Background: an optimization exercise with open tools, aiming at small area, a short achievable clock period and few clock cycles per item. Do not read the settings as production practice.
Function was checked by simulation only, so behaviour that the tests miss may differ from the original.

v15:
==> flow/design.v <==
module sha256_unit (
    input  wire         clk,
    input  wire         rst,
    input  wire         init,
    input  wire         blk_valid,
    input  wire [511:0] block,
    output wire         busy,
    output wire [255:0] digest
);
    reg  [31:0] a, b, c, d, e, f, g, h;            
    reg  [31:0] hs0, hs1, hs2, hs3, hs4, hs5, hs6, hs7;  
    reg  [31:0] w [0:15];                          
    reg  [31:0] pa, pe;                            
    reg  [5:0]  rnd;                               
    reg  [31:0] kr;                                
    reg         running;
    reg         run_p;                             
    reg         f_plast, f_last;                   
    assign busy   = running;
    assign digest = {a, hs1, hs2, hs3, e, hs5, hs6, hs7};
    wire last     = running & (rnd == 6'd0);       
    wire tail     = running & ((rnd == 6'd62) | (rnd == 6'd63) | (rnd == 6'd0));  
    wire acc_blk  = !running & blk_valid;
    wire run_next = acc_blk | (running & !last);
    wire load_iv  = rst | (!running & init);
    wire go       = running & !rst;
    wire [5:0] rnd1 = rnd + 6'd1;
    reg [31:0] k;
    always @(*) begin
        case (rnd1)
            6'd0:  k = 32'h428a2f98; 6'd1:  k = 32'h71374491; 6'd2:  k = 32'hb5c0fbcf; 6'd3:  k = 32'he9b5dba5;
            6'd4:  k = 32'h3956c25b; 6'd5:  k = 32'h59f111f1; 6'd6:  k = 32'h923f82a4; 6'd7:  k = 32'hab1c5ed5;
            6'd8:  k = 32'hd807aa98; 6'd9:  k = 32'h12835b01; 6'd10: k = 32'h243185be; 6'd11: k = 32'h550c7dc3;
            6'd12: k = 32'h72be5d74; 6'd13: k = 32'h80deb1fe; 6'd14: k = 32'h9bdc06a7; 6'd15: k = 32'hc19bf174;
            6'd16: k = 32'he49b69c1; 6'd17: k = 32'hefbe4786; 6'd18: k = 32'h0fc19dc6; 6'd19: k = 32'h240ca1cc;
            6'd20: k = 32'h2de92c6f; 6'd21: k = 32'h4a7484aa; 6'd22: k = 32'h5cb0a9dc; 6'd23: k = 32'h76f988da;
            6'd24: k = 32'h983e5152; 6'd25: k = 32'ha831c66d; 6'd26: k = 32'hb00327c8; 6'd27: k = 32'hbf597fc7;
            6'd28: k = 32'hc6e00bf3; 6'd29: k = 32'hd5a79147; 6'd30: k = 32'h06ca6351; 6'd31: k = 32'h14292967;
            6'd32: k = 32'h27b70a85; 6'd33: k = 32'h2e1b2138; 6'd34: k = 32'h4d2c6dfc; 6'd35: k = 32'h53380d13;
            6'd36: k = 32'h650a7354; 6'd37: k = 32'h766a0abb; 6'd38: k = 32'h81c2c92e; 6'd39: k = 32'h92722c85;
            6'd40: k = 32'ha2bfe8a1; 6'd41: k = 32'ha81a664b; 6'd42: k = 32'hc24b8b70; 6'd43: k = 32'hc76c51a3;
            6'd44: k = 32'hd192e819; 6'd45: k = 32'hd6990624; 6'd46: k = 32'hf40e3585; 6'd47: k = 32'h106aa070;
            6'd48: k = 32'h19a4c116; 6'd49: k = 32'h1e376c08; 6'd50: k = 32'h2748774c; 6'd51: k = 32'h34b0bcb5;
            6'd52: k = 32'h391c0cb3; 6'd53: k = 32'h4ed8aa4a; 6'd54: k = 32'h5b9cca4f; 6'd55: k = 32'h682e6ff3;
            6'd56: k = 32'h748f82ee; 6'd57: k = 32'h78a5636f; 6'd58: k = 32'h84c87814; 6'd59: k = 32'h8cc70208;
            6'd60: k = 32'h90befffa; 6'd61: k = 32'ha4506ceb; 6'd62: k = 32'hbef9a3f7; default: k = 32'hc67178f2;
        endcase
    end
    function [31:0] ska;
        input [31:0] x, y;
        reg   [31:0] g, p, gn, pn;
        integer   l, j, m;
        begin
            g = x & y;
            p = x ^ y;
            for (l = 1; l < 32; l = l * 2) begin
                for (j = 0; j < 32; j = j + 1) begin
                    m = (j & ~(2 * l - 1)) + l - 1;
                    if ((j & l) != 0) begin
                        gn[j] = g[j] | (p[j] & g[m]);
                        pn[j] = p[j] & p[m];
                    end else begin
                        gn[j] = g[j];
                        pn[j] = p[j];
                    end
                end
                g = gn;
                p = pn;
            end
            ska = (x ^ y) ^ {g[30:0], 1'b0};
        end
    endfunction
    wire [31:0] s1  = {e[5:0], e[31:6]} ^ {e[10:0], e[31:11]} ^ {e[24:0], e[31:25]};
    wire [31:0] ch  = (e & f) ^ (~e & g);
    wire [31:0] s0  = {a[1:0], a[31:2]} ^ {a[12:0], a[31:13]} ^ {a[21:0], a[31:22]};
    wire [31:0] mj  = (a & b) | (a & c) | (b & c);
    wire [31:0] x1s = pa ^ mj ^ ch;
    wire [31:0] x1c = {(pa[30:0] & mj[30:0]) | (pa[30:0] & ch[30:0]) | (mj[30:0] & ch[30:0]), 1'b0};
    wire [31:0] x2s = x1s ^ x1c ^ s1;
    wire [31:0] x2c = {(x1s[30:0] & x1c[30:0]) | (x1s[30:0] & s1[30:0]) | (x1c[30:0] & s1[30:0]), 1'b0};
    wire [31:0] x3s = x2s ^ x2c ^ s0;
    wire [31:0] x3c = {(x2s[30:0] & x2c[30:0]) | (x2s[30:0] & s0[30:0]) | (x2c[30:0] & s0[30:0]), 1'b0};
    wire [31:0] a_new = x3s + x3c;
    wire [31:0] hs4f = hs4 & {32{f_last}};
    wire [31:0] y1s = pe ^ ch ^ s1;
    wire [31:0] y1c = {(pe[30:0] & ch[30:0]) | (pe[30:0] & s1[30:0]) | (ch[30:0] & s1[30:0]), 1'b0};
    wire [31:0] y2s = y1s ^ y1c ^ hs4f;
    wire [31:0] y2c = {(y1s[30:0] & y1c[30:0]) | (y1s[30:0] & hs4f[30:0]) | (y1c[30:0] & hs4f[30:0]), 1'b0};
    wire [31:0] e_new = y2s + y2c;
    wire [31:0] oph = run_p ? g : hs7;
    wire [31:0] opd = run_p ? c : hs3;
    wire [31:0] w0in = {block[7:0], block[15:8], block[23:16], block[31:24]};
    wire [31:0] opw = run_p ? w[1] : w0in;
    wire [31:0] opk = run_p ? kr : 32'h428a2f98;
    wire [31:0] hs0f = hs0 & {32{f_plast}};
    wire [31:0] p1s = oph ^ hs0f ^ opk;
    wire [31:0] p1c = {(oph[30:0] & hs0f[30:0]) | (oph[30:0] & opk[30:0]) | (hs0f[30:0] & opk[30:0]), 1'b0};
    wire [31:0] p2s = p1s ^ p1c ^ opw;
    wire [31:0] p2c = {(p1s[30:0] & p1c[30:0]) | (p1s[30:0] & opw[30:0]) | (p1c[30:0] & opw[30:0]), 1'b0};
    wire [31:0] pa_next = ska(p2s, p2c);
    wire [31:0] q1s = oph ^ opd ^ opk;
    wire [31:0] q1c = {(oph[30:0] & opd[30:0]) | (oph[30:0] & opk[30:0]) | (opd[30:0] & opk[30:0]), 1'b0};
    wire [31:0] q2s = q1s ^ q1c ^ opw;
    wire [31:0] q2c = {(q1s[30:0] & q1c[30:0]) | (q1s[30:0] & opw[30:0]) | (q1c[30:0] & opw[30:0]), 1'b0};
    wire [31:0] pe_next = ska(q2s, q2c);
    wire [31:0] w1    = w[1];
    wire [31:0] w14   = w[14];
    wire [31:0] ss0   = {w1[6:0], w1[31:7]} ^ {w1[17:0], w1[31:18]} ^ (w1 >> 3);
    wire [31:0] ss1   = {w14[16:0], w14[31:17]} ^ {w14[18:0], w14[31:19]} ^ (w14 >> 10);
    wire [31:0] w9    = w[9];
    wire [31:0] w0    = w[0];
    wire [31:0] m1s   = w0 ^ w9 ^ ss0;
    wire [31:0] m1c   = {(w0[30:0] & w9[30:0]) | (w0[30:0] & ss0[30:0]) | (w9[30:0] & ss0[30:0]), 1'b0};
    wire [31:0] m2s   = m1s ^ m1c ^ ss1;
    wire [31:0] m2c   = {(m1s[30:0] & m1c[30:0]) | (m1s[30:0] & ss1[30:0]) | (m1c[30:0] & ss1[30:0]), 1'b0};
    wire [31:0] w_new = ska(m2s, m2c);
    wire [31:0] sum_a = ska(hs3, a);
    wire [31:0] sum_e = ska(hs7, e);
    integer i;
    always @(posedge clk) begin
        if (rst) begin
            running <= 1'b0;
            run_p   <= 1'b0;
            rnd     <= 6'd0;
            f_plast <= 1'b0;
            f_last  <= 1'b0;
        end else begin
            running <= run_next;
            run_p   <= (!run_p & blk_valid) | (run_p & (rnd != 6'd0));
            rnd     <= run_next ? rnd1 : 6'd0;
            f_plast <= running & (rnd == 6'd62);
            f_last  <= running & (rnd == 6'd63);
        end
        if (go) begin
            a <= a_new;
            e <= e_new;
        end else if (load_iv) begin
            a <= 32'h6a09e667;
            e <= 32'h510e527f;
        end
        if (running) begin
            b <= a; c <= b; d <= c;
            f <= e; g <= f; h <= g;
        end else begin
            b <= hs1; c <= hs2; d <= hs3;
            f <= hs5; g <= hs6; h <= hs7;
            hs0 <= a;
            hs4 <= e;
        end
        if (load_iv) begin
            hs1 <= 32'hbb67ae85; hs2 <= 32'h3c6ef372; hs3 <= 32'ha54ff53a;
            hs5 <= 32'h9b05688c; hs6 <= 32'h1f83d9ab; hs7 <= 32'h5be0cd19;
        end else if (tail) begin
            hs1 <= sum_a; hs2 <= hs1; hs3 <= hs2;
            hs5 <= sum_e; hs6 <= hs5; hs7 <= hs6;
        end
        kr <= k;
        pa <= pa_next;
        pe <= pe_next;
        for (i = 0; i < 15; i = i + 1)
            w[i] <= running ? w[i+1] : {block[32*i +: 8], block[32*i+8 +: 8],
                                        block[32*i+16 +: 8], block[32*i+24 +: 8]};
        w[15] <= running ? w_new : {block[487:480], block[495:488], block[503:496], block[511:504]};
    end
endmodule
==> flow/config.mk <==
export PLATFORM = sky130hd
export DESIGN_NAME = sha256_unit
export DESIGN_NICKNAME = sha256_unit
export VERILOG_FILES = /design/flow/design.v
export SDC_FILE = /design/flow/constraint.sdc
export NUM_CORES = 4
export LEC_CHECK = 0
export CAP_MARGIN = 5
export CORE_MARGIN = 2
export CORE_UTILIZATION = 40
export CTS_CLUSTER_DIAMETER = 100
export CTS_CLUSTER_SIZE = 20
export SETUP_SLACK_MARGIN = 5
export SLEW_MARGIN = 5
==> flow/constraint.sdc <==
create_clock -name core_clock -period 10.0 [get_ports {clk}]
set_input_delay 2.0000 -clock core_clock [delete_from_list [all_inputs] [get_ports {clk}]]
set_output_delay 2.0000 -clock core_clock [all_outputs]
set_load 0.01 [all_outputs]
standard.sh (not shown) runs the stock make flow with config.mk's settings and CLKGATE_MAP_FILE= SYNTH_SCRIPT=/design/flow/synth_recipe.tcl, a recipe that flattens the netlist after the stock synthesis.
==> flow/flow/run.sh <==
#!/bin/bash
# The standard layout (the standard.sh, unchanged synthesis), with the
# port buffers that placement inserts made of the smallest buffer cell.
set -euo pipefail
bash standard.sh finish "BUFFER_PORTS_ARGS=-buffer_cell sky130_fd_sc_hd__buf_1" > standard_flow.log 2>&1
v15 finished end to end and its layout was clean on timing, DRC and antenna.
--- input diff v15..v7 ---
Settings: CAP_MARGIN: 5 -> 20; SLEW_MARGIN: 5 -> 20.
==> summary.txt <==
On clock-pin slew on the worst setup and hold paths, v15 and v7 are basically level.
Status: cell count parity (v15, v7)
Compared v15 against v7; number of vias after detailed routing within noise.
Compared v15 against v7; layout cell share with drive strength beyond 1 within noise.
As far as global-route wire length before repair goes, v15 and v7 are indistinguishable; the numbers are identical.

==> re-timing with driven ports <==
In the flow no input, the clock included, has a driving cell. The finished layouts below were timed again as built, in two steps.
Step 1 (the two cells are an assumption about what drives the block):
set clk [get_ports {clk}]
set_driving_cell -lib_cell sky130_fd_sc_hd__clkbuf_16 $clk
set_driving_cell -lib_cell sky130_fd_sc_hd__buf_2 [delete_from_list [all_inputs] $clk]
Step 2 adds t to the input delays and takes it off the output delays; t is the mean of the earliest and latest rising clock arrival at the registers after step 1. Input paths then give back, and output paths get back, about the clock's delay inside the block.
a / b / c = no drivers / after step 1 / after step 2; a / b = the first two.
run	t, ns	setup slack, ns	worst setup path at the end	latest minus earliest clock arrival (ns)	worst data-port slew with drivers (ns)
v15	0.795	5.040 / 5.040 / 4.380	input to register	0.039 / 0.039	0.21
v7	0.795	5.043 / 5.043 / 4.400	input to register	0.034 / 0.034	0.20
After both steps every run listed still meets setup and hold. For v15, which loses most, drivers alone change the setup slack by 0.000 ns; drivers and shift together by -0.660 ns.
